This design comes from an exercise in tuning for small area, a short achievable clock period and few clock cycles per item on the open sky130 flow, not from production work.
For this run, only the layout was checked, not whether the RTL still works.

File: flow/design.v
module cl_exit_check (
    input  wire        clk,
    input  wire        rst,           
    input  wire        in_valid,
    output wire        in_ready,
    input  wire [63:0] in_data,
    input  wire [7:0]  in_lane,
    input  wire        in_last,
    input  wire [2:0]  in_nbytes,     
    input  wire [31:0] in_crc,        
    input  wire [25:0] in_handle,     
    output reg         res_valid,
    input  wire        res_ready,
    output reg  [1:0]  res_status,    
    output reg  [2:0]  res_kind,
    output reg  [15:0] res_word,
    output reg  [7:0]  res_expected,
    output reg  [7:0]  res_found,
    output reg  [25:0] res_handle,
    input  wire [1:0]  stat_clr,      
    output reg         rec_valid,
    output reg         rec_lost,
    output reg  [2:0]  rec_kind,
    output reg  [25:0] rec_desc,
    output reg  [15:0] rec_word,
    output reg  [7:0]  rec_expected,
    output reg  [7:0]  rec_found,
    output reg  [15:0] cnt_residue,
    output reg  [15:0] cnt_crc,
    output reg  [15:0] cnt_poison
);
    localparam [1:0] ST_CLEAN = 2'd0, ST_FAIL = 2'd1, ST_POISON = 2'd2;
    localparam [2:0] KIND_EXIT_RESIDUE = 3'd5, KIND_EXIT_CRC = 3'd6;
    localparam [31:0] CRC_POLY = 32'h82F63B78;   
    function [7:0] residue;
        input [63:0] d;
        reg [10:0] s;
        integer i;
        begin
            s = 11'd0;
            for (i = 0; i < 8; i = i + 1)
                s = s + {3'b000, d[8*i +: 8]};
            residue = s % 11'd255;
        end
    endfunction
    function [31:0] crc_bytes;
        input [31:0] c;
        input [63:0] d;
        input [3:0]  n;
        integer i, k;
        begin
            for (i = 0; i < 8; i = i + 1) begin
                if (i < n) begin
                    c = c ^ {24'd0, d[8*i +: 8]};
                    for (k = 0; k < 8; k = k + 1)
                        c = c[0] ? ((c >> 1) ^ CRC_POLY) : (c >> 1);
                end
            end
            crc_bytes = c;
        end
    endfunction
    reg [31:0] crc_q;         
    reg [15:0] word_idx;      
    reg        poison_seen;
    reg        stopped;       
    reg        fail_seen;
    reg [2:0]  f_kind;        
    reg [15:0] f_word;
    reg [7:0]  f_expected;
    reg [7:0]  f_found;
    wire accept = in_valid && in_ready;
    assign in_ready = !res_valid || res_ready;
    wire [7:0]  found     = residue(in_data);
    wire        is_poison = (in_lane == 8'hFF);
    wire        active    = !stopped;
    wire        w_poison  = active && is_poison;
    wire        w_mism    = active && !is_poison && (in_lane != found);
    wire [3:0]  nb        = in_last ? ((in_nbytes == 3'd0) ? 4'd8 : {1'b0, in_nbytes}) : 4'd8;
    wire [31:0] crc_next  = crc_bytes(crc_q, in_data, nb);
    wire [31:0] crc_final = ~crc_next;
    wire fail_before  = fail_seen || w_mism;
    wire poison_after = poison_seen || w_poison;
    wire c_mism = in_last && (poison_after || !fail_before) && (crc_final != in_crc);
    wire res_mism = accept && w_mism;
    wire crc_mism = accept && c_mism;
    always @(posedge clk) begin
        if (rst) begin
            crc_q        <= 32'hFFFFFFFF;
            word_idx     <= 16'd0;
            poison_seen  <= 1'b0;
            stopped      <= 1'b0;
            fail_seen    <= 1'b0;
            f_kind       <= 3'd0;
            f_word       <= 16'd0;
            f_expected   <= 8'd0;
            f_found      <= 8'd0;
            res_valid    <= 1'b0;
            res_status   <= ST_CLEAN;
            res_kind     <= 3'd0;
            res_word     <= 16'd0;
            res_expected <= 8'd0;
            res_found    <= 8'd0;
            res_handle   <= 26'd0;
        end else begin
            if (res_valid && res_ready)
                res_valid <= 1'b0;
            if (accept) begin
                if (in_last) begin
                    res_valid  <= 1'b1;
                    res_handle <= in_handle;
                    if (fail_seen) begin
                        res_status   <= ST_FAIL;
                        res_kind     <= f_kind;
                        res_word     <= f_word;
                        res_expected <= f_expected;
                        res_found    <= f_found;
                    end else if (w_mism) begin
                        res_status   <= ST_FAIL;
                        res_kind     <= KIND_EXIT_RESIDUE;
                        res_word     <= word_idx;
                        res_expected <= in_lane;
                        res_found    <= found;
                    end else if (c_mism) begin
                        res_status   <= ST_FAIL;
                        res_kind     <= KIND_EXIT_CRC;
                        res_word     <= 16'hFFFF;
                        res_expected <= 8'd0;
                        res_found    <= 8'd0;
                    end else if (poison_seen) begin
                        res_status   <= ST_POISON;
                        res_kind     <= f_kind;
                        res_word     <= f_word;
                        res_expected <= f_expected;
                        res_found    <= f_found;
                    end else if (w_poison) begin
                        res_status   <= ST_POISON;
                        res_kind     <= KIND_EXIT_RESIDUE;
                        res_word     <= word_idx;
                        res_expected <= in_lane;
                        res_found    <= found;
                    end else begin
                        res_status   <= ST_CLEAN;
                        res_kind     <= 3'd0;
                        res_word     <= 16'd0;
                        res_expected <= 8'd0;
                        res_found    <= 8'd0;
                    end
                    crc_q       <= 32'hFFFFFFFF;
                    word_idx    <= 16'd0;
                    poison_seen <= 1'b0;
                    stopped     <= 1'b0;
                    fail_seen   <= 1'b0;
                end else begin
                    crc_q    <= crc_next;
                    word_idx <= word_idx + 16'd1;
                    if (w_mism && !poison_seen)
                        stopped <= 1'b1;
                    if (w_poison)
                        poison_seen <= 1'b1;
                    if (w_mism)
                        fail_seen <= 1'b1;
                    if (w_mism && !fail_seen) begin
                        f_kind     <= KIND_EXIT_RESIDUE;
                        f_word     <= word_idx;
                        f_expected <= in_lane;
                        f_found    <= found;
                    end else if (w_poison && !poison_seen && !fail_seen) begin
                        f_kind     <= KIND_EXIT_RESIDUE;
                        f_word     <= word_idx;
                        f_expected <= in_lane;
                        f_found    <= found;
                    end
                end
            end
        end
    end
    always @(posedge clk) begin
        if (rst) begin
            rec_valid    <= 1'b0;
            rec_lost     <= 1'b0;
            rec_kind     <= 3'd0;
            rec_desc     <= 26'd0;
            rec_word     <= 16'd0;
            rec_expected <= 8'd0;
            rec_found    <= 8'd0;
        end else begin
            if (stat_clr[0])
                rec_valid <= 1'b0;
            if (stat_clr[1])
                rec_lost <= 1'b0;
            if (res_mism) begin
                if (!rec_valid || stat_clr[0]) begin
                    rec_valid    <= 1'b1;
                    rec_kind     <= KIND_EXIT_RESIDUE;
                    rec_desc     <= in_handle;
                    rec_word     <= word_idx;
                    rec_expected <= in_lane;
                    rec_found    <= found;
                    if (crc_mism)
                        rec_lost <= 1'b1;
                end else begin
                    rec_lost <= 1'b1;
                end
            end else if (crc_mism) begin
                if (!rec_valid || stat_clr[0]) begin
                    rec_valid    <= 1'b1;
                    rec_kind     <= KIND_EXIT_CRC;
                    rec_desc     <= in_handle;
                    rec_word     <= 16'hFFFF;
                    rec_expected <= 8'd0;
                    rec_found    <= 8'd0;
                end else begin
                    rec_lost <= 1'b1;
                end
            end
        end
    end
    wire poisoned_exit = accept && in_last && !fail_before && !c_mism && poison_after;
    always @(posedge clk) begin
        if (rst) begin
            cnt_residue <= 16'd0;
            cnt_crc     <= 16'd0;
            cnt_poison  <= 16'd0;
        end else begin
            if (res_mism && cnt_residue != 16'hFFFF)
                cnt_residue <= cnt_residue + 16'd1;
            if (crc_mism && cnt_crc != 16'hFFFF)
                cnt_crc <= cnt_crc + 16'd1;
            if (poisoned_exit && cnt_poison != 16'hFFFF)
                cnt_poison <= cnt_poison + 16'd1;
        end
    end
endmodule
File: flow/run.sh
#!/bin/bash
# synth_recipe.tcl (not shown) runs the flow's synth.tcl, then flattens the netlist and writes it again
# the make line also repeats each setting of config.mk as NAME=value (left out here)
make -C /OpenROAD-flow-scripts/flow DESIGN_CONFIG=/design/flow/config.mk WORK_HOME=/design/flow/orfs CLKGATE_MAP_FILE= SYNTH_SCRIPT=/design/flow/synth_recipe.tcl finish
File: flow/config.mk
export PLATFORM = sky130hd
export DESIGN_NAME = cl_exit_check
export DESIGN_NICKNAME = cl_exit_check
export VERILOG_FILES = /design/flow/design.v
export SDC_FILE = /design/flow/constraint.sdc
export NUM_CORES = 4
export LEC_CHECK = 0
export CAP_MARGIN = 30
export CORE_MARGIN = 2
export CORE_UTILIZATION = 40
export SLEW_MARGIN = 30
File: flow/constraint.sdc
create_clock -name core_clock -period 17.0 [get_ports {clk}]
set_input_delay 3.4000 -clock core_clock [delete_from_list [all_inputs] [get_ports {clk}]]
set_output_delay 3.4000 -clock core_clock [all_outputs]
set_load 0.01 [all_outputs]
==> notes.md <==
[stage by stage]
step	cells	area [sq um]	util, %	TNS (ps)
after detailed placement	4035	30400	48.5	-5660
after global routing	4097	31600	50.4	-19.8
final	4097	31600	50.4	0
after floorplan	2824	25200	-	0
after global placement	4035	30400	48.5	-565
after CTS	4089	31400	50.1	0
[area by class of cell]
type                    count  area (sq um)  area share, %
flip-flops and latches    259          5180           16.4
clock buffers              44           895           2.83
repair buffers            509          4690           14.8
multi-input cells        2350         19400           61.3
well taps                 846          1060           3.35
clock inverters            10           114          0.360
inverters                  79           297          0.937
[cell families (layout without fill, tap and decap cells)]
family	after synthesis	count (layout)
compound gates	532	533
simple gates	803	803
xor+xnor	861	861
buf+inv	216	642
mux	89	89
flops	259	259
fa+ha+maj	64	64
[state kept, by name, indices dropped and copies added (netlist names), 2 cells and up]
name and count:
cnt_crc 16, cnt_poison 16, cnt_residue 16, crc_q 32, f_expected 8, f_found 8, f_word 16, rec_desc 26
rec_expected 8, rec_found 8, rec_kind 3, rec_word 16, res_expected 8, res_found 8, res_handle 26, res_kind 3
res_status 2, res_word 16, word_idx 16
[how the worst max path moves through the flow]
stage	end	slack, ps	cells past startpoint
global placement	cnt_poison[3]$_SDFFE_PP0P_	-130	45
floorplan	cnt_poison[11]$_SDFFE_PP0P_	1070	39
finish	cnt_poison[10]$_SDFFE_PP0P_	600	44
CTS	cnt_poison[3]$_SDFFE_PP0P_	230	44
global route	cnt_poison[3]$_SDFFE_PP0P_	-20	44
detailed placement	cnt_poison[3]$_SDFFE_PP0P_	-270	44
[per-layer routing]
metal	vias to the layer above	part of all wire, %	global-route usage, %
li1	10400	-	-
met1	10800	44	39.6
met2	880	45	45.2
met3	146	8.1	5.60
met4	4	3.1	8.10
met5	-	0.024	0
[worst max-delay path, delay by kind of cell]
kind	cells	cell delay, ps
XOR/XNOR	23	7980
buffers and inverters	6	1610
multiplexers	4	1090
AO/OA/AOI/OAI	8	2190
AND/OR/NAND/NOR	3	530
[placed cells by master, fill, tap and decap left out, types with 11 or more instances in the layout]
master	instances
inv_1	79
dfxtp_1	259
a22oi_1	17
xnor3_1	104
nand4_1	27
a21oi_1	210
o211ai_1	15
clkdlybuf4s50_1	308
nor3_1	30
xnor2_1	464
and3_1	15
nand2b_1	21
o21ai_1	12
o221a_2	16
xor3_1	21
clkbuf_16	31
nor2_1	257
buf_4	189
a21o_1	11
nand2_1	310
mux2i_1	74
xor2_1	186
nor4_1	20
o21ai_0	118
xnor2_4	16
or3_1	12
a221oi_1	16
nand3_1	51
fa_1	47
xor2_2	13
ha_1	17
a211oi_1	28
xnor2_2	41
[repair_timing]
item	in CTS	in global routing
buffers inserted	0	7
endpoints found under the setup margin	0	126
resized for setup	0	22
==> metrics.md <==
| Metric | Value |
|---|---|
| DR pass1 iterations | 6 |
| Crit-path most repeated cell | xnor3_1 |
| Final #Nets | 3433 |
| R2r endpoint | cnt_poison[10]$_SDFFE_PP0P_ |
| Worst Clk Skew | 16.8 ps |
| Row count | 92 |
| Post-Synth XOR/XNOR Area | 40.2% |
| Area leader, netlist | dfxtp_1 |
| Pin count of the biggest net entering global routing | 76 |
| Crit share post-route | 96.5% |
| Startpoint class of the critical path | input pin |
| Worst path max stage delay | 660 ps |
| Max-cap violations | 0 |
| Share of cells above drive strength 1 | 12.5% |
| Total track usage | 28.6% |
| CTS tree | yes |
| Seq cells post-synth | 259 |
| Max-slew violation count | 0 |
| Hold slack final | 458 ps |
| Worst hold path type | flip-flop to flip-flop |
| Initial antenna violation count | 2 |
| CP arrival | 16810 ps |
| Worst Path Required | 17410 ps |
| Die Span Y | 255 um |
| Area Growth Syn to Fin | 25.4% |
| Routed WL | 94700 um |
| Final min period | 16400 ps |
| Gpl congestion | 0.981 |
| Grt total ovfl | 0 |
| Crit path kind | input pin to flip-flop |
| Synth Area in Compound Gates | 13.3% |
| Post-synth EDFFs | 0 |
| Top cells by area, synth | dfxtp_1, xnor2_1, xnor3_1 |
| Starting Density | 40.2% |
| CTS H-tree lvls | 1 |
| Reg2Reg Setup Slack | 3360 ps |
| Synth cell types | 85 |
| HPWL Detailed | 76200 um |
| Average cell area after synthesis | 8.93 sq um |
| CTS Hold Bufs | 0 |
| Crit path max fanout | 10 |
| Via density | 5.44 |
| Post-synth ARST share | 0% |
| Avg WL per Cell | 23.1 um |
| Post-synth top cells | xnor2_1, nand2_1, nor2_1, dfxtp_1, a21oi_1 |
| Largest family of logic cells by synthesized area | XOR/XNOR gates |
| Count leader, synth | xnor2_1 |
| Hold Vio Cnt, Final | 0 |
| Clk latency of the worst-skew pair | 560 ps |
| Critical-path top delay cell | xnor3_1 |
| Mux contribution to synthesized area | 3.96% |
| HP Start | res_handle[10]$_SDFFE_PP0P_ |
| DRC violations left | 0 |
| Clock buffer count from CTS | 30 |
| Routed Antenna Nets | 0 |
| Min-Delay Endpoint | res_handle[10]$_SDFFE_PP0P_ |
| Ports | 316 |
| Fill count | 5868 |
| Clock Path Buffers | 3 |
| Post-Synth Adder-Cell Area | 4.57% |
| Critical R2R Launch | crc_q[1]$_SDFFE_PP1P_ |
| Sink Count | 259 |
| Iteration-0 DRC Markers | 1930 |
| Post-synth top area share | 20.6% |
| I/O Buffers | 315 |
| Final setup viols | 0 |
| Slew @ Worst Pin | 990 ps |
| Most common flop cell mapped by yosys | dfxtp_1 |
| Global-route wire length before repair | 140000 um |
| Hold path cells | 2 |
| Critical Path Source | in_data[7] |
| Synthesized instance count | 2824 |
| Setup ws final | 601 ps |
| Vias in the first global route | 22100 |
| Die footprint | 0.0651 sq mm |
| Simple-gate share of the synthesized area | 14.1% |
| F_max | 61.0 MHz |
| CP Capture Type | flip-flop |
| Worst-path clk slew | 60 ps |
| Sequential area share after synthesis | 20.6% |
| Relative slew slack | 33.3% |
| Die Span X | 255 um |
| Synthesized Nets | 3028 |
| Syn Std Cell Area | 0.0252 sq mm |
| Core Area | 0.0627 sq mm |
| Antenna Cells | 0 |
| Root buf cell | clkbuf_16 |
| Place WS | -273 ps |
| Status | timing/DRC/antenna clean |
| Vias post-DR | 22300 |
| Yosys warns | 1 |
| R2R cell count | 43 |

[afterwards: timing with drivers on the ports]
How much do the figures lean on ideal ports? The routed layout below was timed once more, with nothing changed but the port constraints.
Step 1 assumes that a clkbuf_16 drives the clock port and a buf_2 every other input.
Step 2 moves the port delays by t, midway between the first and last clock arrival at a register: inputs arrive t later, outputs are due t later. That takes back most of the time a late clock gives input paths.
Slacks: ideal ports / drivers / drivers and shift; pairs: ideal ports / drivers.
t, ns: 0.615
setup slack, ns: 0.601 / 0.636 / 0.021
worst hold slack (ns): 0.458 / 0.458 / 0.458
After both steps this run still meets setup and hold. For this run, drivers alone change the setup slack by +0.035 ns; drivers and shift together by -0.580 ns.
